This design comes from an exercise in tuning for small area on the open sky130 flow, not from production work. RTL that was checked went through simulation tests only; none was proved equivalent to the original. Only the layout flow was run in run 2; the RTL was not checked for function there. Power figures rest on the tool's default switching activity, not on a simulated workload.

<file path="run.sh">
#!/bin/bash
# synth_recipe.tcl (not shown) runs the flow's synth.tcl, then flattens the netlist and writes it again
# the make line also repeats each setting of config.mk as NAME=value (left out here)
make -C /OpenROAD-flow-scripts/flow DESIGN_CONFIG=/design/flow/config.mk WORK_HOME=/design/flow/orfs CLKGATE_MAP_FILE= SYNTH_SCRIPT=/design/flow/synth_recipe.tcl finish
</file>
<file path="config.mk">
export PLATFORM = sky130hd
export DESIGN_NAME = vg63_loop_law
export DESIGN_NICKNAME = vg63_loop_law
export VERILOG_FILES = /design/flow/design.v
export SDC_FILE = /design/flow/constraint.sdc
export NUM_CORES = 8
export LEC_CHECK = 0
export CAP_MARGIN = 20
export CORE_MARGIN = 2
export CORE_UTILIZATION = 65
export CTS_BUF_LIST = sky130_fd_sc_hd__clkbuf_8
export CTS_CLUSTER_DIAMETER = 50
export CTS_CLUSTER_SIZE = 16
export PLACE_DENSITY = 0.72
export SLEW_MARGIN = 20
</file>
<file path="constraint.sdc">
create_clock -name core_clock -period 18.0 [get_ports {clk}]
set_input_delay 3.6000 -clock core_clock [delete_from_list [all_inputs] [get_ports {clk}]]
set_output_delay 3.6000 -clock core_clock [all_outputs]
set_load 0.01 [all_outputs]
</file>
<file path="design.v">
module vg63_loop_law (
    input  wire        clk,
    input  wire        rst,
    input  wire        cfg_we,
    input  wire [6:0]  cfg_addr,
    input  wire [31:0] cfg_wdata,
    input  wire        in_valid,
    output wire        in_ready,
    input  wire [31:0] in_e,
    input  wire [31:0] in_vn,
    input  wire [31:0] in_an,
    output reg         out_valid,
    output wire [31:0] out_y,
    output wire [31:0] out_ye,
    output reg         out_hi,
    output reg         out_lo,
    output reg         out_frozen
);
    localparam [3:0] ST_IDLE = 4'd0,
                     ST_FF   = 4'd1,
                     ST_FWD  = 4'd2,
                     ST_L1   = 4'd3,
                     ST_L2   = 4'd4,
                     ST_OW   = 4'd5,
                     ST_OP   = 4'd6,
                     ST_UW   = 4'd7,
                     ST_UPD  = 4'd8;
    reg  [3:0] ph;
    wire [2:0] p8 = ph[2:0];
    reg  [3:0] st;
    reg  [2:0] k;           
    reg  [5:0] c;           
    reg  [1:0] pass;        
    reg        pend;        
    reg  [6:0] adr;         
    reg  [2:0] nm1;         
    reg  [7:0] imask;
    assign in_ready = (st == ST_IDLE) && (ph == 4'd15);
    wire acc_cfg = in_ready && cfg_we;
    wire acc_smp = in_ready && in_valid;
    reg signed [30:0] E, W;
    reg signed [35:0] V;
    reg signed [35:0] A;
    reg  [1:0] psel,   n_psel;      
    reg  [3:0] dd,     n_dd;        
    reg        dfirst, n_dfirst;    
    reg        dstrm,  n_dstrm;     
    reg        dneg,   n_dneg;      
    reg        clrA,   n_clrA;
    reg        shift,  n_shift;
    reg        ldV,    n_ldV;       
    reg  [1:0] rndt,   n_rndt;      
    reg  [3:0] elo,    n_elo;       
    reg  [5:0] ehi,    n_ehi;       
    reg        rin;
    wire [37:0] erow = {ehi, 28'd0, elo};
    reg        pb0, pb1;
    always @(posedge clk) begin
        psel   <= n_psel;
        dd     <= n_dd;
        dfirst <= n_dfirst;
        dstrm  <= n_dstrm;
        dneg   <= n_dneg;
        clrA   <= n_clrA;
        shift  <= n_shift;
        ldV    <= n_ldV;
        rndt   <= n_rndt;
        elo    <= n_elo;
        ehi    <= n_ehi;
    end
    wire [30:0] P = (psel == 2'd0) ? E : (psel == 2'd1) ? V[30:0] : W;
    wire        pb = !dfirst && (dstrm ? pb1 : pb0);
    wire one0 = dd[0] ^ pb;
    wire two0 = (dd[1] & ~dd[0] & ~pb) | (~dd[1] & dd[0] & pb);
    wire s0   = (dd[1] ^ dneg) & (one0 | two0);
    wire one1 = dd[2] ^ dd[1];
    wire two1 = (dd[3] & ~dd[2] & ~dd[1]) | (~dd[3] & dd[2] & dd[1]);
    wire s1   = (dd[3] ^ dneg) & (one1 | two1);
    wire [31:0] Pe = {P[30], P};
    wire [31:0] P2 = {P, 1'b0};
    wire [31:0] r0 = (({32{one0}} & Pe) | ({32{two0}} & P2)) ^ {32{s0}};
    wire [31:0] r1 = (({32{one1}} & Pe) | ({32{two1}} & P2)) ^ {32{s1}};
    wire [35:0] ain = clrA ? 36'd0 : A;
    wire m_s1 = ain[0] ^ r0[0];
    wire m_c2 = ain[0] & r0[0];
    wire m_s3 = ain[2] ^ r0[2];
    wire m_c4 = ain[2] & r0[2];
    wire m_s5 = ain[3] ^ r0[3];
    wire m_c6 = ain[3] & r0[3];
    wire m_s7 = m_s1 ^ s0;
    wire m_c8 = m_s1 & s0;
    wire m_s9 = m_c2 ^ ain[1] ^ r0[1];
    wire m_c10 = (m_c2 & ain[1]) | (m_c2 & r0[1]) | (ain[1] & r0[1]);
    wire m_s11 = m_s3 ^ r1[0] ^ s1;
    wire m_c12 = (m_s3 & r1[0]) | (m_s3 & s1) | (r1[0] & s1);
    wire m_s13 = m_c4 ^ m_s5 ^ r1[1];
    wire m_c14 = (m_c4 & m_s5) | (m_c4 & r1[1]) | (m_s5 & r1[1]);
    wire m_s15 = m_c6 ^ ain[4] ^ r0[4];
    wire m_c16 = (m_c6 & ain[4]) | (m_c6 & r0[4]) | (ain[4] & r0[4]);
    wire m_s17 = ain[5] ^ r0[5];
    wire m_c18 = ain[5] & r0[5];
    wire m_s19 = ain[6] ^ r0[6];
    wire m_c20 = ain[6] & r0[6];
    wire m_s21 = ain[7] ^ r0[7];
    wire m_c22 = ain[7] & r0[7];
    wire m_s23 = ain[8] ^ r0[8];
    wire m_c24 = ain[8] & r0[8];
    wire m_s25 = ain[9] ^ r0[9];
    wire m_c26 = ain[9] & r0[9];
    wire m_s27 = ain[10] ^ r0[10];
    wire m_c28 = ain[10] & r0[10];
    wire m_s29 = ain[11] ^ r0[11];
    wire m_c30 = ain[11] & r0[11];
    wire m_s31 = ain[12] ^ r0[12];
    wire m_c32 = ain[12] & r0[12];
    wire m_s33 = ain[13] ^ r0[13];
    wire m_c34 = ain[13] & r0[13];
    wire m_s35 = ain[14] ^ r0[14];
    wire m_c36 = ain[14] & r0[14];
    wire m_s37 = ain[15] ^ r0[15];
    wire m_c38 = ain[15] & r0[15];
    wire m_s39 = ain[16] ^ r0[16];
    wire m_c40 = ain[16] & r0[16];
    wire m_s41 = ain[17] ^ r0[17];
    wire m_c42 = ain[17] & r0[17];
    wire m_s43 = ain[18] ^ r0[18];
    wire m_c44 = ain[18] & r0[18];
    wire m_s45 = ain[19] ^ r0[19];
    wire m_c46 = ain[19] & r0[19];
    wire m_s47 = ain[20] ^ r0[20];
    wire m_c48 = ain[20] & r0[20];
    wire m_s49 = ain[21] ^ r0[21];
    wire m_c50 = ain[21] & r0[21];
    wire m_s51 = ain[22] ^ r0[22];
    wire m_c52 = ain[22] & r0[22];
    wire m_s53 = ain[23] ^ r0[23];
    wire m_c54 = ain[23] & r0[23];
    wire m_s55 = ain[24] ^ r0[24];
    wire m_c56 = ain[24] & r0[24];
    wire m_s57 = ain[25] ^ r0[25];
    wire m_c58 = ain[25] & r0[25];
    wire m_s59 = ain[26] ^ r0[26];
    wire m_c60 = ain[26] & r0[26];
    wire m_s61 = ain[27] ^ r0[27];
    wire m_c62 = ain[27] & r0[27];
    wire m_s63 = ain[28] ^ r0[28];
    wire m_c64 = ain[28] & r0[28];
    wire m_s65 = ain[29] ^ r0[29];
    wire m_c66 = ain[29] & r0[29];
    wire m_s67 = ain[30] ^ r0[30];
    wire m_c68 = ain[30] & r0[30];
    wire m_s69 = ain[31] ^ ~r0[31] ^ r1[29];
    wire m_c70 = (ain[31] & ~r0[31]) | (ain[31] & r1[29]) | (~r0[31] & r1[29]);
    wire m_s71 = ain[32] ^ r1[30] ^ erow[32];
    wire m_c72 = (ain[32] & r1[30]) | (ain[32] & erow[32]) | (r1[30] & erow[32]);
    wire m_s73 = ain[33] ^ ~r1[31];
    wire m_c74 = ain[33] & ~r1[31];
    wire m_s75 = ain[34] ^ erow[34];
    wire m_c76 = ain[34] & erow[34];
    wire m_s77 = m_s7 ^ erow[0];
    wire m_c78 = m_s7 & erow[0];
    wire m_s79 = m_c8 ^ m_s9 ^ erow[1];
    wire m_c80 = (m_c8 & m_s9) | (m_c8 & erow[1]) | (m_s9 & erow[1]);
    wire m_s81 = m_c10 ^ m_s11 ^ erow[2];
    wire m_c82 = (m_c10 & m_s11) | (m_c10 & erow[2]) | (m_s11 & erow[2]);
    wire m_s83 = m_c12 ^ m_s13 ^ erow[3];
    wire m_c84 = (m_c12 & m_s13) | (m_c12 & erow[3]) | (m_s13 & erow[3]);
    wire m_s85 = m_c14 ^ m_s15 ^ r1[2];
    wire m_c86 = (m_c14 & m_s15) | (m_c14 & r1[2]) | (m_s15 & r1[2]);
    wire m_s87 = m_c16 ^ m_s17 ^ r1[3];
    wire m_c88 = (m_c16 & m_s17) | (m_c16 & r1[3]) | (m_s17 & r1[3]);
    wire m_s89 = m_c18 ^ m_s19 ^ r1[4];
    wire m_c90 = (m_c18 & m_s19) | (m_c18 & r1[4]) | (m_s19 & r1[4]);
    wire m_s91 = m_c20 ^ m_s21 ^ r1[5];
    wire m_c92 = (m_c20 & m_s21) | (m_c20 & r1[5]) | (m_s21 & r1[5]);
    wire m_s93 = m_c22 ^ m_s23 ^ r1[6];
    wire m_c94 = (m_c22 & m_s23) | (m_c22 & r1[6]) | (m_s23 & r1[6]);
    wire m_s95 = m_c24 ^ m_s25 ^ r1[7];
    wire m_c96 = (m_c24 & m_s25) | (m_c24 & r1[7]) | (m_s25 & r1[7]);
    wire m_s97 = m_c26 ^ m_s27 ^ r1[8];
    wire m_c98 = (m_c26 & m_s27) | (m_c26 & r1[8]) | (m_s27 & r1[8]);
    wire m_s99 = m_c28 ^ m_s29 ^ r1[9];
    wire m_c100 = (m_c28 & m_s29) | (m_c28 & r1[9]) | (m_s29 & r1[9]);
    wire m_s101 = m_c30 ^ m_s31 ^ r1[10];
    wire m_c102 = (m_c30 & m_s31) | (m_c30 & r1[10]) | (m_s31 & r1[10]);
    wire m_s103 = m_c32 ^ m_s33 ^ r1[11];
    wire m_c104 = (m_c32 & m_s33) | (m_c32 & r1[11]) | (m_s33 & r1[11]);
    wire m_s105 = m_c34 ^ m_s35 ^ r1[12];
    wire m_c106 = (m_c34 & m_s35) | (m_c34 & r1[12]) | (m_s35 & r1[12]);
    wire m_s107 = m_c36 ^ m_s37 ^ r1[13];
    wire m_c108 = (m_c36 & m_s37) | (m_c36 & r1[13]) | (m_s37 & r1[13]);
    wire m_s109 = m_c38 ^ m_s39 ^ r1[14];
    wire m_c110 = (m_c38 & m_s39) | (m_c38 & r1[14]) | (m_s39 & r1[14]);
    wire m_s111 = m_c40 ^ m_s41 ^ r1[15];
    wire m_c112 = (m_c40 & m_s41) | (m_c40 & r1[15]) | (m_s41 & r1[15]);
    wire m_s113 = m_c42 ^ m_s43 ^ r1[16];
    wire m_c114 = (m_c42 & m_s43) | (m_c42 & r1[16]) | (m_s43 & r1[16]);
    wire m_s115 = m_c44 ^ m_s45 ^ r1[17];
    wire m_c116 = (m_c44 & m_s45) | (m_c44 & r1[17]) | (m_s45 & r1[17]);
    wire m_s117 = m_c46 ^ m_s47 ^ r1[18];
    wire m_c118 = (m_c46 & m_s47) | (m_c46 & r1[18]) | (m_s47 & r1[18]);
    wire m_s119 = m_c48 ^ m_s49 ^ r1[19];
    wire m_c120 = (m_c48 & m_s49) | (m_c48 & r1[19]) | (m_s49 & r1[19]);
    wire m_s121 = m_c50 ^ m_s51 ^ r1[20];
    wire m_c122 = (m_c50 & m_s51) | (m_c50 & r1[20]) | (m_s51 & r1[20]);
    wire m_s123 = m_c52 ^ m_s53 ^ r1[21];
    wire m_c124 = (m_c52 & m_s53) | (m_c52 & r1[21]) | (m_s53 & r1[21]);
    wire m_s125 = m_c54 ^ m_s55 ^ r1[22];
    wire m_c126 = (m_c54 & m_s55) | (m_c54 & r1[22]) | (m_s55 & r1[22]);
    wire m_s127 = m_c56 ^ m_s57 ^ r1[23];
    wire m_c128 = (m_c56 & m_s57) | (m_c56 & r1[23]) | (m_s57 & r1[23]);
    wire m_s129 = m_c58 ^ m_s59 ^ r1[24];
    wire m_c130 = (m_c58 & m_s59) | (m_c58 & r1[24]) | (m_s59 & r1[24]);
    wire m_s131 = m_c60 ^ m_s61 ^ r1[25];
    wire m_c132 = (m_c60 & m_s61) | (m_c60 & r1[25]) | (m_s61 & r1[25]);
    wire m_s133 = m_c62 ^ m_s63 ^ r1[26];
    wire m_c134 = (m_c62 & m_s63) | (m_c62 & r1[26]) | (m_s63 & r1[26]);
    wire m_s135 = m_c64 ^ m_s65 ^ r1[27];
    wire m_c136 = (m_c64 & m_s65) | (m_c64 & r1[27]) | (m_s65 & r1[27]);
    wire m_s137 = m_c66 ^ m_s67 ^ r1[28];
    wire m_c138 = (m_c66 & m_s67) | (m_c66 & r1[28]) | (m_s67 & r1[28]);
    wire m_s139 = m_c68 ^ m_s69 ^ 1'b1;
    wire m_c140 = (m_c68 & m_s69) | (m_c68 & 1'b1) | (m_s69 & 1'b1);
    wire m_s141 = m_c70 ^ m_s71 ^ 1'b1;
    wire m_c142 = (m_c70 & m_s71) | (m_c70 & 1'b1) | (m_s71 & 1'b1);
    wire m_s143 = m_c72 ^ m_s73 ^ erow[33];
    wire m_c144 = (m_c72 & m_s73) | (m_c72 & erow[33]) | (m_s73 & erow[33]);
    wire m_s145 = m_c74 ^ m_s75 ^ 1'b1;
    wire m_c146 = (m_c74 & m_s75) | (m_c74 & 1'b1) | (m_s75 & 1'b1);
    wire m_s147 = m_c76 ^ ~ain[35] ^ erow[35];
    wire m_c148 = (m_c76 & ~ain[35]) | (m_c76 & erow[35]) | (~ain[35] & erow[35]);
    wire m_s149 = erow[36] ^ 1'b1;
    wire m_c150 = erow[36] & 1'b1;
    wire m_s151 = erow[37] ^ 1'b1;
    wire m_c152 = erow[37] & 1'b1;
    wire m_s153 = m_s77 ^ rin;
    wire m_c154 = m_s77 & rin;
    wire m_s155 = m_c78 ^ m_s79 ^ m_c154;
    wire m_c156 = (m_c78 & m_s79) | (m_c78 & m_c154) | (m_s79 & m_c154);
    wire m_s157 = m_c80 ^ m_s81 ^ m_c156;
    wire m_c158 = (m_c80 & m_s81) | (m_c80 & m_c156) | (m_s81 & m_c156);
    wire m_s159 = m_c82 ^ m_s83 ^ m_c158;
    wire m_c160 = (m_c82 & m_s83) | (m_c82 & m_c158) | (m_s83 & m_c158);
    wire m_s161 = m_c84 ^ m_s85 ^ m_c160;
    wire m_c162 = (m_c84 & m_s85) | (m_c84 & m_c160) | (m_s85 & m_c160);
    wire m_s163 = m_c86 ^ m_s87 ^ m_c162;
    wire m_c164 = (m_c86 & m_s87) | (m_c86 & m_c162) | (m_s87 & m_c162);
    wire m_s165 = m_c88 ^ m_s89 ^ m_c164;
    wire m_c166 = (m_c88 & m_s89) | (m_c88 & m_c164) | (m_s89 & m_c164);
    wire m_s167 = m_c90 ^ m_s91 ^ m_c166;
    wire m_c168 = (m_c90 & m_s91) | (m_c90 & m_c166) | (m_s91 & m_c166);
    wire m_s169 = m_c92 ^ m_s93 ^ m_c168;
    wire m_c170 = (m_c92 & m_s93) | (m_c92 & m_c168) | (m_s93 & m_c168);
    wire m_s171 = m_c94 ^ m_s95 ^ m_c170;
    wire m_c172 = (m_c94 & m_s95) | (m_c94 & m_c170) | (m_s95 & m_c170);
    wire m_s173 = m_c96 ^ m_s97 ^ m_c172;
    wire m_c174 = (m_c96 & m_s97) | (m_c96 & m_c172) | (m_s97 & m_c172);
    wire m_s175 = m_c98 ^ m_s99 ^ m_c174;
    wire m_c176 = (m_c98 & m_s99) | (m_c98 & m_c174) | (m_s99 & m_c174);
    wire m_s177 = m_c100 ^ m_s101 ^ m_c176;
    wire m_c178 = (m_c100 & m_s101) | (m_c100 & m_c176) | (m_s101 & m_c176);
    wire m_s179 = m_c102 ^ m_s103 ^ m_c178;
    wire m_c180 = (m_c102 & m_s103) | (m_c102 & m_c178) | (m_s103 & m_c178);
    wire m_s181 = m_c104 ^ m_s105 ^ m_c180;
    wire m_c182 = (m_c104 & m_s105) | (m_c104 & m_c180) | (m_s105 & m_c180);
    wire m_s183 = m_c106 ^ m_s107 ^ m_c182;
    wire m_c184 = (m_c106 & m_s107) | (m_c106 & m_c182) | (m_s107 & m_c182);
    wire m_s185 = m_c108 ^ m_s109 ^ m_c184;
    wire m_c186 = (m_c108 & m_s109) | (m_c108 & m_c184) | (m_s109 & m_c184);
    wire m_s187 = m_c110 ^ m_s111 ^ m_c186;
    wire m_c188 = (m_c110 & m_s111) | (m_c110 & m_c186) | (m_s111 & m_c186);
    wire m_s189 = m_c112 ^ m_s113 ^ m_c188;
    wire m_c190 = (m_c112 & m_s113) | (m_c112 & m_c188) | (m_s113 & m_c188);
    wire m_s191 = m_c114 ^ m_s115;
    wire m_c192 = m_c114 & m_s115;
    wire m_s193 = m_c116 ^ m_s117 ^ m_c192;
    wire m_c194 = (m_c116 & m_s117) | (m_c116 & m_c192) | (m_s117 & m_c192);
    wire m_s195 = m_c118 ^ m_s119 ^ m_c194;
    wire m_c196 = (m_c118 & m_s119) | (m_c118 & m_c194) | (m_s119 & m_c194);
    wire m_s197 = m_c120 ^ m_s121 ^ m_c196;
    wire m_c198 = (m_c120 & m_s121) | (m_c120 & m_c196) | (m_s121 & m_c196);
    wire m_s199 = m_c122 ^ m_s123 ^ m_c198;
    wire m_c200 = (m_c122 & m_s123) | (m_c122 & m_c198) | (m_s123 & m_c198);
    wire m_s201 = m_c124 ^ m_s125 ^ m_c200;
    wire m_c202 = (m_c124 & m_s125) | (m_c124 & m_c200) | (m_s125 & m_c200);
    wire m_s203 = m_c126 ^ m_s127 ^ m_c202;
    wire m_c204 = (m_c126 & m_s127) | (m_c126 & m_c202) | (m_s127 & m_c202);
    wire m_s205 = m_c128 ^ m_s129 ^ m_c204;
    wire m_c206 = (m_c128 & m_s129) | (m_c128 & m_c204) | (m_s129 & m_c204);
    wire m_s207 = m_c130 ^ m_s131 ^ m_c206;
    wire m_c208 = (m_c130 & m_s131) | (m_c130 & m_c206) | (m_s131 & m_c206);
    wire m_s209 = m_c132 ^ m_s133 ^ m_c208;
    wire m_c210 = (m_c132 & m_s133) | (m_c132 & m_c208) | (m_s133 & m_c208);
    wire m_s211 = m_c134 ^ m_s135 ^ m_c210;
    wire m_c212 = (m_c134 & m_s135) | (m_c134 & m_c210) | (m_s135 & m_c210);
    wire m_s213 = m_c136 ^ m_s137 ^ m_c212;
    wire m_c214 = (m_c136 & m_s137) | (m_c136 & m_c212) | (m_s137 & m_c212);
    wire m_s215 = m_c138 ^ m_s139 ^ m_c214;
    wire m_c216 = (m_c138 & m_s139) | (m_c138 & m_c214) | (m_s139 & m_c214);
    wire m_s217 = m_c140 ^ m_s141 ^ m_c216;
    wire m_c218 = (m_c140 & m_s141) | (m_c140 & m_c216) | (m_s141 & m_c216);
    wire m_s219 = m_c142 ^ m_s143 ^ m_c218;
    wire m_c220 = (m_c142 & m_s143) | (m_c142 & m_c218) | (m_s143 & m_c218);
    wire m_s221 = m_c144 ^ m_s145 ^ m_c220;
    wire m_c222 = (m_c144 & m_s145) | (m_c144 & m_c220) | (m_s145 & m_c220);
    wire m_s223 = m_c146 ^ m_s147 ^ m_c222;
    wire m_c224 = (m_c146 & m_s147) | (m_c146 & m_c222) | (m_s147 & m_c222);
    wire m_s225 = m_c148 ^ m_s149 ^ m_c224;
    wire m_c226 = (m_c148 & m_s149) | (m_c148 & m_c224) | (m_s149 & m_c224);
    wire m_s227 = m_c150 ^ m_s151 ^ m_c226;
    wire m_c228 = (m_c150 & m_s151) | (m_c150 & m_c226) | (m_s151 & m_c226);
    wire m_s229 = m_c114 ^ m_s115 ^ 1'b1;
    wire m_c230 = (m_c114 & m_s115) | (m_c114 & 1'b1) | (m_s115 & 1'b1);
    wire m_s231 = m_c116 ^ m_s117 ^ m_c230;
    wire m_c232 = (m_c116 & m_s117) | (m_c116 & m_c230) | (m_s117 & m_c230);
    wire m_s233 = m_c118 ^ m_s119 ^ m_c232;
    wire m_c234 = (m_c118 & m_s119) | (m_c118 & m_c232) | (m_s119 & m_c232);
    wire m_s235 = m_c120 ^ m_s121 ^ m_c234;
    wire m_c236 = (m_c120 & m_s121) | (m_c120 & m_c234) | (m_s121 & m_c234);
    wire m_s237 = m_c122 ^ m_s123 ^ m_c236;
    wire m_c238 = (m_c122 & m_s123) | (m_c122 & m_c236) | (m_s123 & m_c236);
    wire m_s239 = m_c124 ^ m_s125 ^ m_c238;
    wire m_c240 = (m_c124 & m_s125) | (m_c124 & m_c238) | (m_s125 & m_c238);
    wire m_s241 = m_c126 ^ m_s127 ^ m_c240;
    wire m_c242 = (m_c126 & m_s127) | (m_c126 & m_c240) | (m_s127 & m_c240);
    wire m_s243 = m_c128 ^ m_s129 ^ m_c242;
    wire m_c244 = (m_c128 & m_s129) | (m_c128 & m_c242) | (m_s129 & m_c242);
    wire m_s245 = m_c130 ^ m_s131 ^ m_c244;
    wire m_c246 = (m_c130 & m_s131) | (m_c130 & m_c244) | (m_s131 & m_c244);
    wire m_s247 = m_c132 ^ m_s133 ^ m_c246;
    wire m_c248 = (m_c132 & m_s133) | (m_c132 & m_c246) | (m_s133 & m_c246);
    wire m_s249 = m_c134 ^ m_s135 ^ m_c248;
    wire m_c250 = (m_c134 & m_s135) | (m_c134 & m_c248) | (m_s135 & m_c248);
    wire m_s251 = m_c136 ^ m_s137 ^ m_c250;
    wire m_c252 = (m_c136 & m_s137) | (m_c136 & m_c250) | (m_s137 & m_c250);
    wire m_s253 = m_c138 ^ m_s139 ^ m_c252;
    wire m_c254 = (m_c138 & m_s139) | (m_c138 & m_c252) | (m_s139 & m_c252);
    wire m_s255 = m_c140 ^ m_s141 ^ m_c254;
    wire m_c256 = (m_c140 & m_s141) | (m_c140 & m_c254) | (m_s141 & m_c254);
    wire m_s257 = m_c142 ^ m_s143 ^ m_c256;
    wire m_c258 = (m_c142 & m_s143) | (m_c142 & m_c256) | (m_s143 & m_c256);
    wire m_s259 = m_c144 ^ m_s145 ^ m_c258;
    wire m_c260 = (m_c144 & m_s145) | (m_c144 & m_c258) | (m_s145 & m_c258);
    wire m_s261 = m_c146 ^ m_s147 ^ m_c260;
    wire m_c262 = (m_c146 & m_s147) | (m_c146 & m_c260) | (m_s147 & m_c260);
    wire m_s263 = m_c148 ^ m_s149 ^ m_c262;
    wire m_c264 = (m_c148 & m_s149) | (m_c148 & m_c262) | (m_s149 & m_c262);
    wire m_s265 = m_c150 ^ m_s151 ^ m_c264;
    wire m_c266 = (m_c150 & m_s151) | (m_c150 & m_c264) | (m_s151 & m_c264);
    wire m_x267 = m_c190 ? m_s229 : m_s191;
    wire m_x268 = m_c190 ? m_s231 : m_s193;
    wire m_x269 = m_c190 ? m_s233 : m_s195;
    wire m_x270 = m_c190 ? m_s235 : m_s197;
    wire m_x271 = m_c190 ? m_s237 : m_s199;
    wire m_x272 = m_c190 ? m_s239 : m_s201;
    wire m_x273 = m_c190 ? m_s241 : m_s203;
    wire m_x274 = m_c190 ? m_s243 : m_s205;
    wire m_x275 = m_c190 ? m_s245 : m_s207;
    wire m_x276 = m_c190 ? m_s247 : m_s209;
    wire m_x277 = m_c190 ? m_s249 : m_s211;
    wire m_x278 = m_c190 ? m_s251 : m_s213;
    wire m_x279 = m_c190 ? m_s253 : m_s215;
    wire m_x280 = m_c190 ? m_s255 : m_s217;
    wire m_x281 = m_c190 ? m_s257 : m_s219;
    wire m_x282 = m_c190 ? m_s259 : m_s221;
    wire m_x283 = m_c190 ? m_s261 : m_s223;
    wire m_x284 = m_c190 ? m_s263 : m_s225;
    wire m_x285 = m_c190 ? m_s265 : m_s227;
    wire [37:0] m_sum = {m_x285, m_x284, m_x283, m_x282, m_x281, m_x280, m_x279, m_x278, m_x277, m_x276, m_x275, m_x274, m_x273, m_x272, m_x271, m_x270, m_x269, m_x268, m_x267, m_s189, m_s187, m_s185, m_s183, m_s181, m_s179, m_s177, m_s175, m_s173, m_s171, m_s169, m_s167, m_s165, m_s163, m_s161, m_s159, m_s157, m_s155, m_s153};
    wire [37:0] S = m_sum;
    wire [3:0] dout = S[3:0];
    always @(posedge clk) begin
        if (dstrm)
            pb1 <= dd[3];
        else
            pb0 <= dd[3];
    end
    function [30:0] sat31;
        input [37:0] v;
        begin
            if (v[37:30] != {8{v[37]}})
                sat31 = v[37] ? 31'h40000000 : 31'h3FFFFFFF;
            else
                sat31 = v[30:0];
        end
    endfunction
    wire [30:0] Ssat = sat31(S);
    always @(posedge clk)
        A <= shift ? {{2{S[37]}}, S[37:4]} : ldV ? V : S[35:0];
    wire [30:0] qb0, qb12, qa12;
    wire [62:0] qs1;
    wire [61:0] qs2;
    reg  [2:0] wcf;         
    wire       clr = pend && (adr == 7'h45);
    reg  [7:0] w1lo, w2lo;  
    reg        w1hi, w2hi;
    reg        frz;         
    genvar g;
    generate
        for (g = 0; g < 31; g = g + 1) begin : RB0
            localparam integer TR = g / 4;
            reg [7:0] r;
            always @(posedge clk) r <= {r[6:0], wcf[0] ? W[g] : r[7]};
            assign qb0[g] = r[(6 + TR) % 8];
        end
        for (g = 0; g < 31; g = g + 1) begin : RB12
            localparam integer I = g / 4;
            reg [15:0] r;
            always @(posedge clk) r <= {r[14:0], wcf[1] ? W[g] : r[15]};
            assign qb12[g] = r[(7 + 2 * I) % 16];
        end
        for (g = 0; g < 31; g = g + 1) begin : RA12
            localparam integer I = g / 4;
            reg [15:0] r;
            always @(posedge clk) r <= {r[14:0], wcf[2] ? W[g] : r[15]};
            assign qa12[g] = r[(8 + 2 * I) % 16];
        end
        for (g = 0; g < 32; g = g + 1) begin : RS12L
            localparam integer I = g / 4;
            reg [15:0] r;
            wire we = clr || w1lo[I] || w2lo[I];
            always @(posedge clk) r <= {r[14:0], we ? dout[g % 4] : r[15]};
            assign qs1[g] = r[(20 - I) % 16];
            assign qs2[g] = r[6];
        end
        for (g = 32; g < 62; g = g + 1) begin : RS12H
            localparam integer I = (g - 32) / 4;
            reg [15:0] r;
            wire we = clr || w1hi || w2hi;
            always @(posedge clk) r <= {r[14:0], we ? A[g - 32] : r[15]};
            assign qs1[g] = r[(5 + I) % 16];
            assign qs2[g] = r[(7 + 2 * I) % 16];
        end
        if (1) begin : RS1T
            reg [7:0] r;
            wire we = clr || w1hi;
            always @(posedge clk) r <= {r[6:0], we ? A[30] : r[7]};
            assign qs1[62] = r[4];
        end
    endgenerate
    wire [3:0] b0d  [0:7];
    wire [3:0] b12d [0:7];
    wire [3:0] a12d [0:7];
    wire [3:0] s1ld [0:7];
    wire [3:0] s1hd [0:7];
    wire [3:0] s2ld [0:7];
    wire [3:0] s2hd [0:7];
    generate
        for (g = 0; g < 7; g = g + 1) begin : DG
            assign b0d[g]  = qb0[4*g+3:4*g];
            assign b12d[g] = qb12[4*g+3:4*g];
            assign a12d[g] = qa12[4*g+3:4*g];
            assign s1hd[g] = qs1[32+4*g+3:32+4*g];
            assign s2hd[g] = qs2[32+4*g+3:32+4*g];
        end
        for (g = 0; g < 8; g = g + 1) begin : DL
            assign s1ld[g] = qs1[4*g+3:4*g];
            assign s2ld[g] = qs2[4*g+3:4*g];
        end
    endgenerate
    assign b0d[7]  = {qb0[30], qb0[30:28]};
    assign b12d[7] = {qb12[30], qb12[30:28]};
    assign a12d[7] = {qa12[30], qa12[30:28]};
    assign s1hd[7] = {qs1[62], qs1[62:60]};
    assign s2hd[7] = {qs2[61], qs2[61], qs2[61:60]};
    wire [2:0] jo = p8 - 3'd3;            
    wire [2:0] esel = (pend && adr[6:1] == 6'b100000) ? ph[3:1] : jo;
    reg  [3:0] edig;
    always @* begin
        case (esel)
            3'd0: edig = W[3:0];
            3'd1: edig = W[7:4];
            3'd2: edig = W[11:8];
            3'd3: edig = W[15:12];
            3'd4: edig = W[19:16];
            3'd5: edig = W[23:20];
            3'd6: edig = W[27:24];
            default: edig = {W[30], W[30:28]};
        endcase
    end
    reg  [63:0] rk;
    wire wk = pend && (adr == {6'b100000, ph[0]});
    always @(posedge clk) rk <= {rk[59:0], wk ? edig : rk[63:60]};
    wire [3:0] kkd = rk[59:56];       
    reg  [31:0] rmin, rmax, rslw, rye;
    wire [3:0]  omn = rmin[31:28];
    wire [3:0]  omx = rmax[31:28];
    wire [3:0]  slw = rslw[31:28];
    wire [3:0]  yep = rye[31:28];
    wire        wye;
    wire [3:0]  yen;
    always @(posedge clk) begin
        rmin <= {rmin[27:0], (pend && adr == 7'h42) ? edig : omn};
        rmax <= {rmax[27:0], (pend && adr == 7'h43) ? edig : omx};
        rslw <= {rslw[27:0], (pend && adr == 7'h44) ? edig : slw};
        rye  <= {rye[27:0],  clr ? 4'd0 : wye ? yen : yep};
    end
    wire       in_step = (st == ST_FWD) || (st == ST_UPD);
    wire       dig_c   = in_step && (c[5:3] == 3'd0);         
    wire       rnd_c   = in_step && (c == 6'd8);
    wire       s1ph    = (c <= 6'd24);
    wire [5:0] cq      = s1ph ? c - 6'd9 : c - 6'd33;
    wire [2:0] pi      = cq[3:1];                               
    wire       pfirst  = !cq[0];
    wire       in_pair = (st == ST_UPD) &&
                         (((c >= 6'd9) && (c <= 6'd24)) || ((c >= 6'd33) && (c <= 6'd48)));
    wire       kodd    = k[0];
    wire [1:0] rx = (st == ST_FWD) ? ((k == 3'd0) ? 2'd0 : 2'd2) : (kodd ? 2'd2 : 2'd0);
    wire [1:0] ry = kodd ? 2'd0 : 2'd2;
    wire [3:0] ph_n     = ph + 4'd1;
    wire       n_step   = (st_n == ST_FWD) || (st_n == ST_UPD);
    wire       n_dig    = n_step && (c_n[5:3] == 3'd0);            
    wire       n_s1ph   = (c_n <= 6'd24);
    wire [5:0] n_cq     = n_s1ph ? c_n - 6'd9 : c_n - 6'd33;
    wire [2:0] n_pi     = n_cq[3:1];
    wire       n_pfirst = !n_cq[0];
    wire       n_pair   = (st_n == ST_UPD) &&
                          (((c_n >= 6'd9) && (c_n <= 6'd24)) || ((c_n >= 6'd33) && (c_n <= 6'd48)));
    wire [1:0] n_rx     = (st_n == ST_FWD) ? ((k_n == 3'd0) ? 2'd0 : 2'd2) :
                          (k_n[0] ? 2'd2 : 2'd0);
    wire [1:0] n_ry     = k_n[0] ? 2'd0 : 2'd2;
    always @* begin
        n_psel   = 2'd2;
        n_dd     = 4'd0;
        n_dfirst = 1'b1;
        n_dstrm  = 1'b0;
        n_dneg   = 1'b0;
        n_clrA   = 1'b0;
        n_shift  = 1'b0;
        n_ldV    = 1'b0;
        n_rndt   = 2'd0;
        n_elo    = 4'd0;
        n_ehi    = 6'd0;
        if (st_n == ST_IDLE) begin
            n_clrA   = 1'b1;
        end else if (st_n == ST_FF) begin
            n_psel   = ph_n[0] ? 2'd2 : 2'd1;
            n_dd     = kkd;
            n_dfirst = (ph_n[3:1] == 3'd0);
            n_dstrm  = ph_n[0];
            n_clrA   = (ph_n == 4'd0);
            n_shift  = ph_n[0] && (ph_n != 4'd15);
        end else if (n_dig) begin
            n_psel   = n_rx;
            n_dd     = b0d[c_n[2:0]];
            n_dfirst = (c_n == 6'd0);
            n_clrA   = (c_n == 6'd0);
            n_shift  = (c_n[2:0] != 3'd7);
            n_elo    = s1ld[c_n[2:0]];
            n_ehi    = {(c_n[2:0] == 3'd7) ? {2{s1hd[c_n[2:0]][3]}} : 2'b00, s1hd[c_n[2:0]]};
        end else if (n_pair) begin
            n_psel   = n_pfirst ? n_rx : n_ry;
            n_dd     = n_pfirst ? b12d[n_pi] : a12d[n_pi];
            n_dfirst = (n_pi == 3'd0);
            n_dstrm  = !n_pfirst;
            n_dneg   = !n_pfirst;
            n_clrA   = n_pfirst && (n_pi == 3'd0);
            n_shift  = !n_pfirst;
            if (!n_pfirst && n_s1ph) begin
                n_elo = s2ld[n_pi];
                n_ehi = {(n_pi == 3'd7) ? {2{s2hd[n_pi][3]}} : 2'b00, s2hd[n_pi]};
            end
        end else if (st_n == ST_L1) begin
            n_psel   = 2'd2;
            n_dd     = 4'd1;
        end else if (st_n == ST_L2) begin
            n_rndt   = 2'd2;
        end
        if (n_step && c_n == 6'd8)
            n_rndt = 2'd1;
        if (st_n == ST_FWD && c_n == 6'd8 && k_n == nm1)
            n_ldV = 1'b1;
    end
    reg  b27, stk, fb27, fstk;
    always @* begin
        if (rndt[1])
            rin = fb27 && (!A[35] || fstk);
        else if (rndt[0])
            rin = b27 && (!A[35] || stk);
        else
            rin = 1'b0;
    end
    integer ii;
    always @* begin
        wcf = 3'd0;
        if (pend && !adr[6]) begin
            wcf[0] = (adr[2:0] == 3'd0) && (adr[5:3] == p8);
            if (adr[5:3] == p8 && ph[3] == (adr[3] ^ (adr[2:0] == 3'd2 || adr[2:0] == 3'd4))) begin
                wcf[1] = (adr[2:0] == 3'd1) || (adr[2:0] == 3'd2);
                wcf[2] = (adr[2:0] == 3'd3) || (adr[2:0] == 3'd4);
            end
        end
        for (ii = 0; ii < 8; ii = ii + 1) begin
            w1lo[ii] = in_pair && !pfirst && s1ph && (pi == ii) && !frz;
            w2lo[ii] = in_pair && !pfirst && !s1ph && (pi == ii) && !frz;
        end
        w1hi = (st == ST_UPD) && (c == 6'd25) && !frz;
        w2hi = (st == ST_UPD) && (c == 6'd49) && !frz;
    end
    reg bnz, bsg, pfx, T, lzv, q0, q1;
    reg [2:0] lz;
    wire [30:0] PX = (rx == 2'd0) ? E : W;
    wire xnz = |PX;
    wire xs  = PX[30];
    wire pin = pfx ^ bsg;
    wire sgG = T ^ pin;
    wire gnz = !(lzv && (lz > k));
    wire [3:0] ydig = edig;
    reg cA, cB, cC, zA, zB, zD, zC, sgA, sgB, szr, spos, sneg;
    wire op    = (st == ST_OP);
    wire j0    = (jo == 3'd0);
    wire j7    = (jo == 3'd7);
    wire ltmin = sgA;
    wire lemin = sgA || !zA;
    wire gtmax = !sgB && zB;
    wire gemax = !sgB;
    wire [3:0] yl = ltmin ? omn : gtmax ? omx : ydig;
    wire [4:0] t1 = {1'b0, ydig} + {1'b0, ~omn} + {4'd0, j0 ? 1'b1 : cA};
    wire [4:0] t2 = {1'b0, ydig} + {1'b0, ~omx} + {4'd0, j0 ? 1'b1 : cB};
    wire [4:0] t3 = {1'b0, yl} + {1'b0, ~yep} + {4'd0, j0 ? 1'b1 : cA};
    wire [4:0] t4 = {1'b0, t3[3:0]} + {1'b0, ~slw} + {4'd0, j0 ? 1'b1 : cB};
    wire [4:0] t5 = {1'b0, t3[3:0]} + {1'b0, slw} + {4'd0, j0 ? 1'b0 : cC};
    wire [4:0] t6 = {1'b0, yep} + {1'b0, sneg ? ~slw : slw} + {4'd0, j0 ? sneg : cA};
    wire [3:0] yen0 = (spos || sneg) ? t6[3:0] : yl;
    assign     yen  = j7 ? {yen0[2], yen0[2:0]} : yen0;
    wire [4:0] t7 = {1'b0, yen} + {1'b0, ~yl} + {4'd0, j0 ? 1'b1 : cB};
    assign     wye  = op && (pass == 2'd2);
    wire gt_s = !(t3[3] ^ ~slw[3] ^ t4[4]) && (zD || (t4[3:0] != 4'd0));
    wire lt_s = t3[3] ^ slw[3] ^ t5[4];
    wire e_lt = t7[3];
    wire e_gt = !t7[3] && (zC || (t7[3:0] != 4'd0));
    wire hi_n = e_lt || gemax;
    wire lo_n = e_gt || lemin;
    reg [3:0] st_n;
    reg [2:0] k_n;
    reg [5:0] c_n;
    always @* begin
        st_n = st;
        k_n  = k;
        c_n  = c;
        case (st)
            ST_IDLE: begin
                if (acc_smp)
                    st_n = ST_FF;
            end
            ST_FF: begin
                if (ph == 4'd15) begin
                    st_n = ST_FWD;
                    k_n  = 3'd0;
                    c_n  = 6'd0;
                end
            end
            ST_FWD: begin
                if (c == 6'd8) begin
                    c_n = 6'd0;
                    if (k == nm1)
                        st_n = ST_L1;
                    else
                        k_n = k + 3'd1;
                end else
                    c_n = c + 6'd1;
            end
            ST_L1: st_n = ST_L2;
            ST_L2: st_n = (p8 == 3'd2) ? ST_OP : ST_OW;
            ST_OW: if (p8 == 3'd2) st_n = ST_OP;
            ST_OP: begin
                if (j7 && pass == 2'd2)
                    st_n = ST_UW;
            end
            ST_UW: begin
                if (ph == 4'd15) begin
                    st_n = ST_UPD;
                    k_n  = 3'd0;
                    c_n  = 6'd0;
                end
            end
            ST_UPD: begin
                if (c == 6'd56) begin
                    c_n = 6'd0;
                    if (k == nm1)
                        st_n = ST_IDLE;
                    else
                        k_n = k + 3'd1;
                end else
                    c_n = c + 6'd1;
            end
            default: st_n = ST_IDLE;
        endcase
        if (rst)
            st_n = ST_IDLE;
    end
    always @(posedge clk) begin
        st <= st_n;
        k  <= k_n;
        c  <= c_n;
        if (rst) begin
            ph        <= 4'd0;
            pend      <= 1'b0;
            out_valid <= 1'b0;
        end else begin
            ph        <= ph + 4'd1;
            out_valid <= (st == ST_OP) && j7 && (pass == 2'd2);
            if (acc_cfg)
                pend <= 1'b1;
            else if (ph == 4'd15)
                pend <= 1'b0;
        end
    end
    always @(posedge clk) begin
        if (acc_cfg) begin
            adr <= cfg_addr;
            if (cfg_addr == 7'h45) begin
                nm1   <= cfg_wdata[2:0] - 3'd1;
                imask <= cfg_wdata[15:8];
            end
        end
    end
    always @(posedge clk) begin
        if (acc_smp)
            E <= in_e[30:0];
        else if (st == ST_UPD && rnd_c && ry == 2'd0)
            E <= Ssat;
        if (acc_smp)
            V <= {{5{in_vn[30]}}, in_vn[30:0]};
        else if (st == ST_FF && ph == 4'd15)
            V <= S[35:0];
        if (acc_cfg)
            W <= cfg_wdata[30:0];
        else if (acc_smp)
            W <= in_an[30:0];
        else if ((st == ST_FWD && rnd_c) || st == ST_L2 ||
                 (st == ST_UPD && rnd_c && ry == 2'd2))
            W <= Ssat;
    end
    always @(posedge clk) begin
        if (dig_c && c[2:0] != 3'd7) begin
            if (c[2:0] == 3'd6) begin
                b27 <= dout[3];
                stk <= stk || (dout[2:0] != 3'd0);
            end else
                stk <= ((c[2:0] != 3'd0) && stk) || (dout != 4'd0);
        end
        if (st == ST_FF && ph[0] && ph[3:1] != 3'd7) begin
            if (ph[3:1] == 3'd6) begin
                fb27 <= dout[3];
                fstk <= fstk || (dout[2:0] != 3'd0);
            end else
                fstk <= ((ph[3:1] != 3'd0) && fstk) || (dout != 4'd0);
        end
    end
    always @(posedge clk) begin
        if (dig_c) begin
            bnz <= ((c[2:0] != 3'd0) && bnz) || (dd != 4'd0);
            if (c[2:0] == 3'd7)
                bsg <= dd[3];
        end
        if (st == ST_FF) begin
            pfx <= 1'b0;
            lzv <= 1'b0;
            q0  <= 1'b0;
            q1  <= 1'b0;
        end else if (st == ST_FWD && rnd_c) begin
            pfx <= pin;
            if (k == nm1)
                T <= pin;
            if (!bnz) begin
                lz  <= k;
                lzv <= 1'b1;
            end
            if (imask[k] && xnz) begin
                if (xs ^ pin) begin
                    q1 <= 1'b1;
                    q0 <= bnz && q0;
                end else begin
                    q0 <= 1'b1;
                    q1 <= bnz && q1;
                end
            end else if (!bnz) begin
                q0 <= 1'b0;
                q1 <= 1'b0;
            end
        end else if (st == ST_UW) begin
            pfx <= 1'b0;
        end else if (st == ST_UPD && rnd_c) begin
            pfx <= pin;
            frz <= imask[k] && gnz && xnz &&
                   ((out_hi && !(sgG ^ xs)) || (out_lo && (sgG ^ xs)));
        end
    end
    always @(posedge clk) begin
        if (st == ST_L2)
            pass <= 2'd0;
        else if (op && j7)
            pass <= pass + 2'd1;
        if (op) begin
            case (pass)
                2'd0: begin
                    cA  <= t1[4];
                    cB  <= t2[4];
                    zA  <= (!j0 && zA) || (t1[3:0] != 4'd0);
                    zB  <= (!j0 && zB) || (t2[3:0] != 4'd0);
                    szr <= (!j0 && szr) || (slw != 4'd0);
                    if (j7) begin
                        sgA <= t1[3];
                        sgB <= t2[3];
                    end
                end
                2'd1: begin
                    cA <= t3[4];
                    cB <= t4[4];
                    cC <= t5[4];
                    zD <= (!j0 && zD) || (t4[3:0] != 4'd0);
                    if (j7) begin
                        sneg <= szr && lt_s;
                        spos <= szr && !lt_s && gt_s;
                    end
                end
                default: begin
                    cA <= t6[4];
                    cB <= t7[4];
                    zC <= (!j0 && zC) || (t7[3:0] != 4'd0);
                    if (j7) begin
                        out_hi     <= hi_n;
                        out_lo     <= lo_n;
                        out_frozen <= (hi_n && (T ? q1 : q0)) || (lo_n && (T ? q0 : q1));
                    end
                end
            endcase
        end
    end
    assign out_y  = {W[30], W};
    assign out_ye = {rye[3:0], rye[7:4], rye[11:8], rye[15:12],
                     rye[19:16], rye[23:20], rye[27:24], rye[31:28]};
endmodule
</file>
==> results of run 1 <==
==> worst max-delay path, delay by kind of cell (launching register included) <==
kind	cells	cell delay (ns)
and+or+nand+nor	5	1.20
adders and majority gates	20	9.10
xor gates and xnor gates	1	0.39
AOI/OAI and AO/OA	8	2.25
muxes	2	0.41
DFF	1	1.04
buffers and inverters	4	0.57
==> routing by layer <==
layer / global-route usage (%) / vias to the layer above / part of all wire [%]
met4: 11.6 / 6 / 4.3
met2: 40.8 / 1492 / 43
met1: 40.2 / 17600 / 45
met3: 6.10 / 327 / 8.4
met5: 0 / - / 0.027
li1: - / 17100 / -
==> cell families after synthesis <==
kind of cell / synth area share [%]
XOR/XNOR: 1.20
AND/OR/NAND/NOR: 4.47
multiplexers: 4.45
adder cells (fa/ha/maj): 3.76
buffers and inverters: 1.59
AO/OA/AOI/OAI: 6.67
flip-flops: 77.9
==> state kept, by name, indices dropped and copies added, names as in the netlist, 36 cells and up <==
register and cells:
RB0.r 248, A 36, V 36, RS12H.r 480, RB12.r 496, rk 64, RA12.r 496, RS12L.r 512
==> worst max path at each step <==
stage          slack [ns]    start  endpoint
6_report             2.75  psel[0]      W[9]
4_1_cts              2.78  psel[0]      W[9]
2_1_floorplan        4.37  psel[0]     E[10]
3_5_place_dp         2.77  psel[0]      W[1]
3_3_place_gp         2.94  psel[0]     W[19]
5_1_grt              1.80  psel[0]      W[2]
==> layout make-up <==
cell class	count	area (sq um)
diodes	7	17.5
clock buffers	207	2850
clock inverters	67	634
fillers	7030	29500
inverters	117	439
multi-input cells	1921	14600
flip-flops and latches	2660	54700
well taps	1403	1760
repair buffers	281	2620
==> per-stage QoR <==
stage               worst slack [ns]  cell area [sq um]
finish                          2.75              77600
global route                    1.80              77600
CTS                             2.78              77500
detailed placement              2.77              74100
global placement                2.94              74100
floorplan                       4.37              70200
==> where the power goes <==
part           internal [uW]  switching, uW
Combinational            129            298
Sequential              5930           11.0
Clock                   1110           1820
==> cell usage in the layout (no fill, tap or decap), types with 18 or more instances in the layout <==
| master | instances |
|---|---|
| buf_4 | 78 |
| nand2b_1 | 18 |
| a211oi_1 | 47 |
| ha_1 | 99 |
| xor2_1 | 30 |
| nor3_1 | 26 |
| fa_1 | 67 |
| edfxtp_1 | 144 |
| nand3_1 | 46 |
| mux2_2 | 177 |
| a221o_1 | 34 |
| nand2_1 | 215 |
| o21ai_0 | 137 |
| xnor2_1 | 63 |
| mux2i_1 | 91 |
| a21oi_1 | 182 |
| o22a_1 | 30 |
| nor2b_1 | 49 |
| nor2_1 | 189 |
| dfxtp_1 | 2512 |
| clkdlybuf4s50_1 | 203 |
| clkbuf_8 | 207 |
| o22ai_1 | 70 |
| nor4_1 | 23 |
| inv_1 | 133 |
==> impl_metrics.toml, run 1 <==
[drt]
vias = 36500
ant_nets = 0
wl_um = 154000
drtIter0Drc = 3026
wl_per_cell_um = 23.1
drc = 0
viasPerCell = 5.47
dr.pass1.iters = 6

[critical_path]
critPathMostFrequentCell = "fa_1"
max_stage_delay_ns = 1.04
rr_endpoint = "W[9]"
path_max_fanout = 60
critPathKind = "register to register"
reg2reg_depth = 40
critPathLaunchType = "register"
r2r_slack_ns = 2.75
reg2reg_from = "psel[0]"
worstPathArrival_ns = 15.89
critPathRequiredTime_ns = 18.64
cpMaxStageDelayCell = "dfxtp_2"
critPathCaptureType = "register"

[global_route]
gr-total-overflow = 0
grt_max_degree = 71
grt_antenna_before_repair = 13
track_usage_pct = 27.8
grt_pass1_vias = 35000
grt_pass1_wl_um = 225000

[clock_network]
cts_hold_buf = 0
post_cts_resize_count = 0
htreeDepth = 4
path_clk_slew_ns = 0.09
insertion_delay_ns = 0.92
cts.sinks = 2660
cts_tree = "yes"
cts_setup_buffers = 0
numCtsBuffers = 202
cts_buffer_depth = 3
root_buffer = "clkbuf_8"

[pwr]
p_leak_uw = 0.0308
powerDensity_mw_per_mm2 = 120
p_total_uw = 9300
irDropWorstVdd_mv = 0.103

[yosys]
yosysWarnings = 1
async_flop_share_pct = 0
ys_ff_latch = 2660
yosysMostFrequentCell = "dfxtp_1"
syn_nets = 5177
synth_top_area_share_pct = 71.7
yosysUniqueCellTypes = 97
yosys-top-cells-count = "dfxtp_1 (2516), nand2_1 (217), nor2_1 (192)"
syn_area_sq_mm = 0.0702
synthFlopType = "dfxtp_1"
synthTopCellsByArea = "dfxtp_1 (72%), edfxtp_1 (6.2%), mux2_2 (2.8%)"
ys_seq_area_share_pct = 77.9
yosysTopAreaCell = "dfxtp_1"
synth_edf_count = 144
postSynthCellCount = 4868
syn_area_per_cell_sq_um = 14.4

[run]
maxCapViolations = 0

[timing]
hold_violations = 0
max_freq_mhz = 65.6
fin_crit_sh_pct = 84.7
period_needed_ns = 15.25
setup_violations = 0
whs_ns = 0.307
tns_ns = 0
grt_setup_unrepaired = "false"
worst_clock_skew_ns = 0.0422
drv_slew = 0
maxSlewHeadroom_pct = 23.9
worstMarginPinSlew_ns = 1.13

[floorplan]
io_pins = 208
core.rowCount = 120
initial_utilization_pct = 65.6
core_sq_mm = 0.107
die_area_sq_mm = 0.111
die_w_um = 333
die_h_um = 333

[worst_hold_path]
min_from = "RS12L[25].r[3]"
min_path_cells = 0
hold_end = "RS12L[25].r[4]"
worstHoldPathType = "register to register"

[place]
port_buffers = 203
hpwl_um = 106000
routabilityCongestion = 0.947
place_inst = 6382

[layout]
drive_gt1_share_pct = 11.0
final_cells = 6663
fin_nets = 5492
areaGrowthSynthToFinish_pct = 10.4
final_util_pct = 72.5

[run_status]
outcome = "no timing/DRC/antenna violations"
==> run 2, diff against run 1 <==
--- a/design.v
+++ b/design.v
@@ -25,21 +25,21 @@
                      ST_OP   = 4'd6,
                      ST_UW   = 4'd7,
                      ST_UPD  = 4'd8;
-    reg  [3:0] ph;
+    reg  [4:0] ph;
     wire [2:0] p8 = ph[2:0];
     reg  [3:0] st;
     reg  [2:0] k;           
-    reg  [5:0] c;           
+    reg  [6:0] c;           
     reg  [1:0] pass;        
     reg        pend;        
     reg  [6:0] adr;         
     reg  [2:0] nm1;         
     reg  [7:0] imask;
-    assign in_ready = (st == ST_IDLE) && (ph == 4'd15);
+    assign in_ready = (st == ST_IDLE) && (ph == 5'd15);
     wire acc_cfg = in_ready && cfg_we;
     wire acc_smp = in_ready && in_valid;
     reg signed [30:0] E, W;
-    reg signed [35:0] V;
+    reg signed [34:0] V;
     reg signed [35:0] A;
     reg  [1:0] psel,   n_psel;      
     reg  [3:0] dd,     n_dd;        
@@ -386,11 +386,11 @@
     endfunction
     wire [30:0] Ssat = sat31(S);
     always @(posedge clk)
-        A <= shift ? {{2{S[37]}}, S[37:4]} : ldV ? V : S[35:0];
+        A <= shift ? {{2{S[37]}}, S[37:4]} : ldV ? {V[34], V} : S[35:0];
     wire [30:0] qb0, qb12, qa12;
     wire [62:0] qs1;
     wire [61:0] qs2;
-    reg  [2:0] wcf;         
+    reg  [1:0] wcf;         
     wire       clr = pend && (adr == 7'h45);
     reg  [7:0] w1lo, w2lo;  
     reg        w1hi, w2hi;
@@ -403,17 +403,12 @@
             always @(posedge clk) r <= {r[6:0], wcf[0] ? W[g] : r[7]};
             assign qb0[g] = r[(6 + TR) % 8];
         end
-        for (g = 0; g < 31; g = g + 1) begin : RB12
+        for (g = 0; g < 31; g = g + 1) begin : RC
             localparam integer I = g / 4;
-            reg [15:0] r;
-            always @(posedge clk) r <= {r[14:0], wcf[1] ? W[g] : r[15]};
-            assign qb12[g] = r[(7 + 2 * I) % 16];
-        end
-        for (g = 0; g < 31; g = g + 1) begin : RA12
-            localparam integer I = g / 4;
-            reg [15:0] r;
-            always @(posedge clk) r <= {r[14:0], wcf[2] ? W[g] : r[15]};
-            assign qa12[g] = r[(8 + 2 * I) % 16];
+            reg [31:0] r;
+            always @(posedge clk) r <= {r[30:0], wcf[1] ? W[g] : r[31]};
+            assign qb12[g] = r[(7 + 2 * I) % 32];
+            assign qa12[g] = r[(24 + 2 * I) % 32];
         end
         for (g = 0; g < 32; g = g + 1) begin : RS12L
             localparam integer I = g / 4;
@@ -496,26 +491,26 @@
         rye  <= {rye[27:0],  clr ? 4'd0 : wye ? yen : yep};
     end
     wire       in_step = (st == ST_FWD) || (st == ST_UPD);
-    wire       dig_c   = in_step && (c[5:3] == 3'd0);         
-    wire       rnd_c   = in_step && (c == 6'd8);
-    wire       s1ph    = (c <= 6'd24);
-    wire [5:0] cq      = s1ph ? c - 6'd9 : c - 6'd33;
+    wire       dig_c   = in_step && (c[6:3] == 4'd0);         
+    wire       rnd_c   = in_step && (c == 7'd8);
+    wire       s1ph    = (c <= 7'd24);
+    wire [6:0] cq      = s1ph ? c - 7'd9 : c - 7'd33;
     wire [2:0] pi      = cq[3:1];                               
     wire       pfirst  = !cq[0];
     wire       in_pair = (st == ST_UPD) &&
-                         (((c >= 6'd9) && (c <= 6'd24)) || ((c >= 6'd33) && (c <= 6'd48)));
+                         (((c >= 7'd9) && (c <= 7'd24)) || ((c >= 7'd33) && (c <= 7'd48)));
     wire       kodd    = k[0];
     wire [1:0] rx = (st == ST_FWD) ? ((k == 3'd0) ? 2'd0 : 2'd2) : (kodd ? 2'd2 : 2'd0);
     wire [1:0] ry = kodd ? 2'd0 : 2'd2;
-    wire [3:0] ph_n     = ph + 4'd1;
+    wire [3:0] ph_n     = ph[3:0] + 4'd1;
     wire       n_step   = (st_n == ST_FWD) || (st_n == ST_UPD);
-    wire       n_dig    = n_step && (c_n[5:3] == 3'd0);            
-    wire       n_s1ph   = (c_n <= 6'd24);
-    wire [5:0] n_cq     = n_s1ph ? c_n - 6'd9 : c_n - 6'd33;
+    wire       n_dig    = n_step && (c_n[6:3] == 4'd0);            
+    wire       n_s1ph   = (c_n <= 7'd24);
+    wire [6:0] n_cq     = n_s1ph ? c_n - 7'd9 : c_n - 7'd33;
     wire [2:0] n_pi     = n_cq[3:1];
     wire       n_pfirst = !n_cq[0];
     wire       n_pair   = (st_n == ST_UPD) &&
-                          (((c_n >= 6'd9) && (c_n <= 6'd24)) || ((c_n >= 6'd33) && (c_n <= 6'd48)));
+                          (((c_n >= 7'd9) && (c_n <= 7'd24)) || ((c_n >= 7'd33) && (c_n <= 7'd48)));
     wire [1:0] n_rx     = (st_n == ST_FWD) ? ((k_n == 3'd0) ? 2'd0 : 2'd2) :
                           (k_n[0] ? 2'd2 : 2'd0);
     wire [1:0] n_ry     = k_n[0] ? 2'd0 : 2'd2;
@@ -543,8 +538,8 @@
         end else if (n_dig) begin
             n_psel   = n_rx;
             n_dd     = b0d[c_n[2:0]];
-            n_dfirst = (c_n == 6'd0);
-            n_clrA   = (c_n == 6'd0);
+            n_dfirst = (c_n == 7'd0);
+            n_clrA   = (c_n == 7'd0);
             n_shift  = (c_n[2:0] != 3'd7);
             n_elo    = s1ld[c_n[2:0]];
             n_ehi    = {(c_n[2:0] == 3'd7) ? {2{s1hd[c_n[2:0]][3]}} : 2'b00, s1hd[c_n[2:0]]};
@@ -566,9 +561,9 @@
         end else if (st_n == ST_L2) begin
             n_rndt   = 2'd2;
         end
-        if (n_step && c_n == 6'd8)
+        if (n_step && c_n == 7'd8)
             n_rndt = 2'd1;
-        if (st_n == ST_FWD && c_n == 6'd8 && k_n == nm1)
+        if (st_n == ST_FWD && c_n == 7'd8 && k_n == nm1)
             n_ldV = 1'b1;
     end
     reg  b27, stk, fb27, fstk;
@@ -582,20 +577,23 @@
     end
     integer ii;
     always @* begin
-        wcf = 3'd0;
-        if (pend && !adr[6]) begin
-            wcf[0] = (adr[2:0] == 3'd0) && (adr[5:3] == p8);
-            if (adr[5:3] == p8 && ph[3] == (adr[3] ^ (adr[2:0] == 3'd2 || adr[2:0] == 3'd4))) begin
-                wcf[1] = (adr[2:0] == 3'd1) || (adr[2:0] == 3'd2);
-                wcf[2] = (adr[2:0] == 3'd3) || (adr[2:0] == 3'd4);
-            end
+        wcf = 2'd0;
+        if (pend && !adr[6] && adr[5:3] == p8) begin
+            wcf[0] = (adr[2:0] == 3'd0);
+            case (adr[2:0])
+                3'd1: wcf[1] = (ph[4:3] == adr[4:3]);
+                3'd4: wcf[1] = (ph[4:3] == adr[4:3] + 2'd1);
+                3'd3: wcf[1] = (ph[4:3] == adr[4:3] + 2'd2);
+                3'd2: wcf[1] = (ph[4:3] == adr[4:3] + 2'd3);
+                default: ;
+            endcase
         end
         for (ii = 0; ii < 8; ii = ii + 1) begin
             w1lo[ii] = in_pair && !pfirst && s1ph && (pi == ii) && !frz;
             w2lo[ii] = in_pair && !pfirst && !s1ph && (pi == ii) && !frz;
         end
-        w1hi = (st == ST_UPD) && (c == 6'd25) && !frz;
-        w2hi = (st == ST_UPD) && (c == 6'd49) && !frz;
+        w1hi = (st == ST_UPD) && (c == 7'd25) && !frz;
+        w2hi = (st == ST_UPD) && (c == 7'd49) && !frz;
     end
     reg bnz, bsg, pfx, T, lzv, q0, q1;
     reg [2:0] lz;
@@ -633,7 +631,7 @@
     wire lo_n = e_gt || lemin;
     reg [3:0] st_n;
     reg [2:0] k_n;
-    reg [5:0] c_n;
+    reg [6:0] c_n;
     always @* begin
         st_n = st;
         k_n  = k;
@@ -644,21 +642,21 @@
                     st_n = ST_FF;
             end
             ST_FF: begin
-                if (ph == 4'd15) begin
+                if (ph == 5'd31) begin
                     st_n = ST_FWD;
                     k_n  = 3'd0;
-                    c_n  = 6'd0;
+                    c_n  = 7'd0;
                 end
             end
             ST_FWD: begin
-                if (c == 6'd8) begin
-                    c_n = 6'd0;
+                if (c == 7'd8) begin
+                    c_n = 7'd0;
                     if (k == nm1)
                         st_n = ST_L1;
                     else
                         k_n = k + 3'd1;
                 end else
-                    c_n = c + 6'd1;
+                    c_n = c + 7'd1;
             end
             ST_L1: st_n = ST_L2;
             ST_L2: st_n = (p8 == 3'd2) ? ST_OP : ST_OW;
@@ -668,21 +666,21 @@
                     st_n = ST_UW;
             end
             ST_UW: begin
-                if (ph == 4'd15) begin
+                if (ph == 5'd31) begin
                     st_n = ST_UPD;
                     k_n  = 3'd0;
-                    c_n  = 6'd0;
+                    c_n  = 7'd0;
                 end
             end
             ST_UPD: begin
-                if (c == 6'd56) begin
-                    c_n = 6'd0;
+                if (c == 7'd72) begin
+                    c_n = 7'd0;
                     if (k == nm1)
                         st_n = ST_IDLE;
                     else
                         k_n = k + 3'd1;
                 end else
-                    c_n = c + 6'd1;
+                    c_n = c + 7'd1;
             end
             default: st_n = ST_IDLE;
         endcase
@@ -698,11 +696,11 @@
             pend      <= 1'b0;
             out_valid <= 1'b0;
         end else begin
-            ph        <= ph + 4'd1;
+            ph        <= ph + 5'd1;
             out_valid <= (st == ST_OP) && j7 && (pass == 2'd2);
             if (acc_cfg)
                 pend <= 1'b1;
-            else if (ph == 4'd15)
+            else if (ph == 5'd15)
                 pend <= 1'b0;
         end
     end
@@ -721,9 +719,9 @@
         else if (st == ST_UPD && rnd_c && ry == 2'd0)
             E <= Ssat;
         if (acc_smp)
-            V <= {{5{in_vn[30]}}, in_vn[30:0]};
-        else if (st == ST_FF && ph == 4'd15)
-            V <= S[35:0];
+            V <= {{4{in_vn[30]}}, in_vn[30:0]};
+        else if (st == ST_FF && ph[3:0] == 4'd15)
+            V <= S[34:0];
         if (acc_cfg)
             W <= cfg_wdata[30:0];
         else if (acc_smp)
==> flow/run.sh (new file) <==
#!/bin/bash
# The standard layout (standard.sh), with two of its settings changed:
# ports buffered with buf_1, and a clock tree without dummy loads.
set -euo pipefail
export BUFFER_PORTS_ARGS="-buffer_cell sky130_fd_sc_hd__buf_1"
export CTS_ARGS="-sink_clustering_enable -repair_clock_nets -sink_clustering_size 16 -sink_clustering_max_diameter 50 -buf_list sky130_fd_sc_hd__clkbuf_8 -dont_use_dummy_load"
bash standard.sh finish > standard_flow.log 2>&1
==> standard.sh (new file) <==
#!/bin/bash
# synth_recipe.tcl (not shown) runs the flow's synth.tcl, then flattens the netlist and writes it again
# the make line also repeats each setting of config.mk as NAME=value (left out here)
make -C /OpenROAD-flow-scripts/flow DESIGN_CONFIG=/design/flow/config.mk WORK_HOME=/design/flow/orfs CLKGATE_MAP_FILE= SYNTH_SCRIPT=/design/flow/synth_recipe.tcl "${@:-finish}"
removed: run.sh
==> run 2 against run 1 <==
Effect of this change:
- highest routed layer unchanged
- synthesized cell count increased by 0.14%
- first-iteration DRC count increased by 8.5%
- clock power decreased by about 10%
- area after synthesis decreased by 0.41%
- largest power group unchanged
- critical path depth increased by 3
- count of clock-buffer cells in the layout decreased by 9
==> impl_metrics.toml, run 2 <==
[run_status]
outcome = "no timing/DRC/antenna violations"

[layout]
areaGrowthSynthToFinish_pct = 7.72
reg_top3 = "RC.r (992), RS12L.r (512), RS12H.r (480)"
stdcell_area_sq_mm = 0.0754
layout.cells.most_common_list = "dfxtp_1 (2514), nand2_1 (262), a21oi_1 (210)"
largest_reg_flops = 992
top_register = "RC.r"
drive_gt1_share_pct = 9.67
fin_nets = 5517
final_cells = 6619
layout_commonest_cell = "dfxtp_1"

[critical_path]
cpLargestDelayFamily = "adder cells"
worstPathArrival_ns = 16.17
path_max_fanout = 31
critPathMostFrequentCell = "fa_1"
critPathLaunchType = "register"
critPathKind = "register to register"
critPathRequiredTime_ns = 18.63
critPathCaptureType = "register"
crit_buf_inv = 7
cpMaxStageDelayCell = "a211oi_1"
max_stage_delay_ns = 0.68

[drt]
drc = 0
drtIter0Drc = 3282
viasPerCell = 5.46
vias = 36200
dr.pass1.iters = 6
ant_nets = 0
wl_per_cell_um = 23.5
wl_um = 155000

[floorplan]
io_pins = 208
die_h_um = 332
die_w_um = 332
initial_utilization_pct = 65.4
core.rowCount = 120
die_area_sq_mm = 0.110
core_sq_mm = 0.107

[place]
place_inst = 6409
hpwl_um = 110000
post_dp_cell_area_sq_mm = 0.0726
routabilityCongestion = 0.933
port_buffers = 203

[yosys]
synthTopCellsByArea = "dfxtp_1 (72%), edfxtp_1 (6.1%), mux2_2 (2.1%)"
synth_edf_count = 143
syn_area_per_cell_sq_um = 14.3
yosysUniqueCellTypes = 100
yosys-top-cells-count = "dfxtp_1 (2518), nand2_1 (265), a21oi_1 (213)"
yosysWarnings = 1
synth_top_area_share_pct = 72.1
synth-adder-area-share_pct = 3.84
postSynthCellCount = 4875
synthXorXnorAreaFrac_pct = 1.20
synthMuxAreaShare_pct = 3.57
yosysTopAreaCell = "dfxtp_1"
ys_ff_latch = 2661
synthFlopType = "dfxtp_1"
synth-compound-area-share_pct = 6.78
synth_top_family_by_area = "compound AO/OA/AOI/OAI gates"
syn_area_sq_mm = 0.0700
async_flop_share_pct = 0
synthSimpleGateAreaFrac_pct = 4.93
ys_seq_area_share_pct = 78.2
syn_nets = 5186
yosysMostFrequentCell = "dfxtp_1"

[global_route]
gr-total-overflow = 0
grt_antenna_before_repair = 21
grt_max_degree = 69
grt_pass1_wl_um = 224000
grt_pass1_vias = 34700
track_usage_pct = 28.1

[timing]
grt_setup_unrepaired = "false"
maxSlewHeadroom_pct = 19.9
tns_ns = 0
drv_slew = 0
worst_clock_skew_ns = 0.127
worstMarginPinSlew_ns = 1.20
period_needed_ns = 15.54
setup_violations = 0
hold_violations = 0
max_freq_mhz = 64.3
fin_crit_sh_pct = 86.3

[pwr]
p_total_uw = 8870
powerDensity_mw_per_mm2 = 118
p_leak_uw = 0.0300
irDropWorstVdd_mv = 0.0975

[clock_network]
root_buffer = "clkbuf_8"
htreeDepth = 4
path_clk_slew_ns = 0.10
cts_buffer_depth = 3
numCtsBuffers = 198
cts_setup_buffers = 0
insertion_delay_ns = 0.92
cts_tree = "yes"
cts_hold_buf = 0
post_cts_resize_count = 0
cts.sinks = 2661

[worst_hold_path]
worstHoldPathType = "register to register"

[run]
maxCapViolations = 0
run 2: cell count changes after synthesis, sizes merged, moves of 18 or more:
cell    change
a211oi     -29
mux2       -47
clkbuf     -25
o32ai      +18
nand2      +48
o22ai      +31
a221o      -33
nor2       +18
a21oi      +26
run 2: final timing paths:
kind                            cells after the start  slack (ns)              end             from
worst max-delay path                               43        2.46            W[24]          psel[0]
worst min-delay path                                0        0.26  RS12H[32].r[13]  RS12H[32].r[12]
worst max register to register                     43        2.46            W[24]          psel[0]
worst min register to register                      0        0.26  RS12H[32].r[13]  RS12H[32].r[12]
run 2: cells by family after synthesis:
logic type / Yosys count
buffers and inverters: 261
AND/OR/NAND/NOR: 742
XOR/XNOR: 96
AO/OA/AOI/OAI: 718
multiplexers: 222
flip-flops: 2661
adder cells (fa/ha/maj): 175
run 2: final cells by class:
type,count,area [sq um]
clock buffers,198,2730
fillers,7258,31500
diodes,12,30.0
flip-flops and latches,2661,54700
multi-input cells,1953,14400
well taps,1403,1760
repair buffers,281,1360
inverters,111,417
run 2: where the power goes:
group | internal, uW | switching, uW
clock | 981 | 1650
sequential | 5930 | 7.69
combinational | 79.2 | 222
run 2: metal layers:
layer  up-vias  GRT usage (%)  routed length [um]  part of all wire [%]
met3       267           6.87               14000                   9.0
li1      17000              -                   -                     -
met2      1323           41.3               66600                    43
met5         -              0                  75                 0.048
met1     17600           40.9               69800                    45
met4        10           9.74                4770                   3.1
run 2: through the flow:
stage | util (%) | hold slack (ns) | setup slack, ns
2_1_floorplan | - | 0.310 | 4.42
3_3_place_gp | 67.9 | 0.310 | 2.67
3_5_place_dp | 67.9 | 0.312 | 2.62
4_1_cts | 70.4 | 0.255 | 2.51
5_1_grt | 70.5 | 0.255 | 1.86
6_report | 70.5 | 0.258 | 2.46

## what the ideal ports hide
How much do the figures lean on ideal ports? The routed layouts below were timed once more, with nothing changed but the port constraints. Step 1 (the two cells are an assumption about what drives the block):
set clk [get_ports {clk}]
set_driving_cell -lib_cell sky130_fd_sc_hd__clkbuf_16 $clk
set_driving_cell -lib_cell sky130_fd_sc_hd__buf_2 [delete_from_list [all_inputs] $clk]
Step 2 moves the port delays by t, midway between the first and last clock arrival at a register: inputs arrive t later, outputs are due t later. That takes back most of the time a late clock gives input paths. Three values: ideal, step 1, step 2; two values: the first two.
run	shift t [ns]	setup slack, ns	worst setup path at the end	worst register clock-pin slew, ns	worst slew at a driven data input, ns
run 1	0.974	2.753 / 2.753 / 2.753	register to register	0.10 / 0.10	0.17
run 2	0.923	2.460 / 2.460 / 2.460	register to register	0.10 / 0.10	0.18
After both steps every run listed still meets setup and hold.
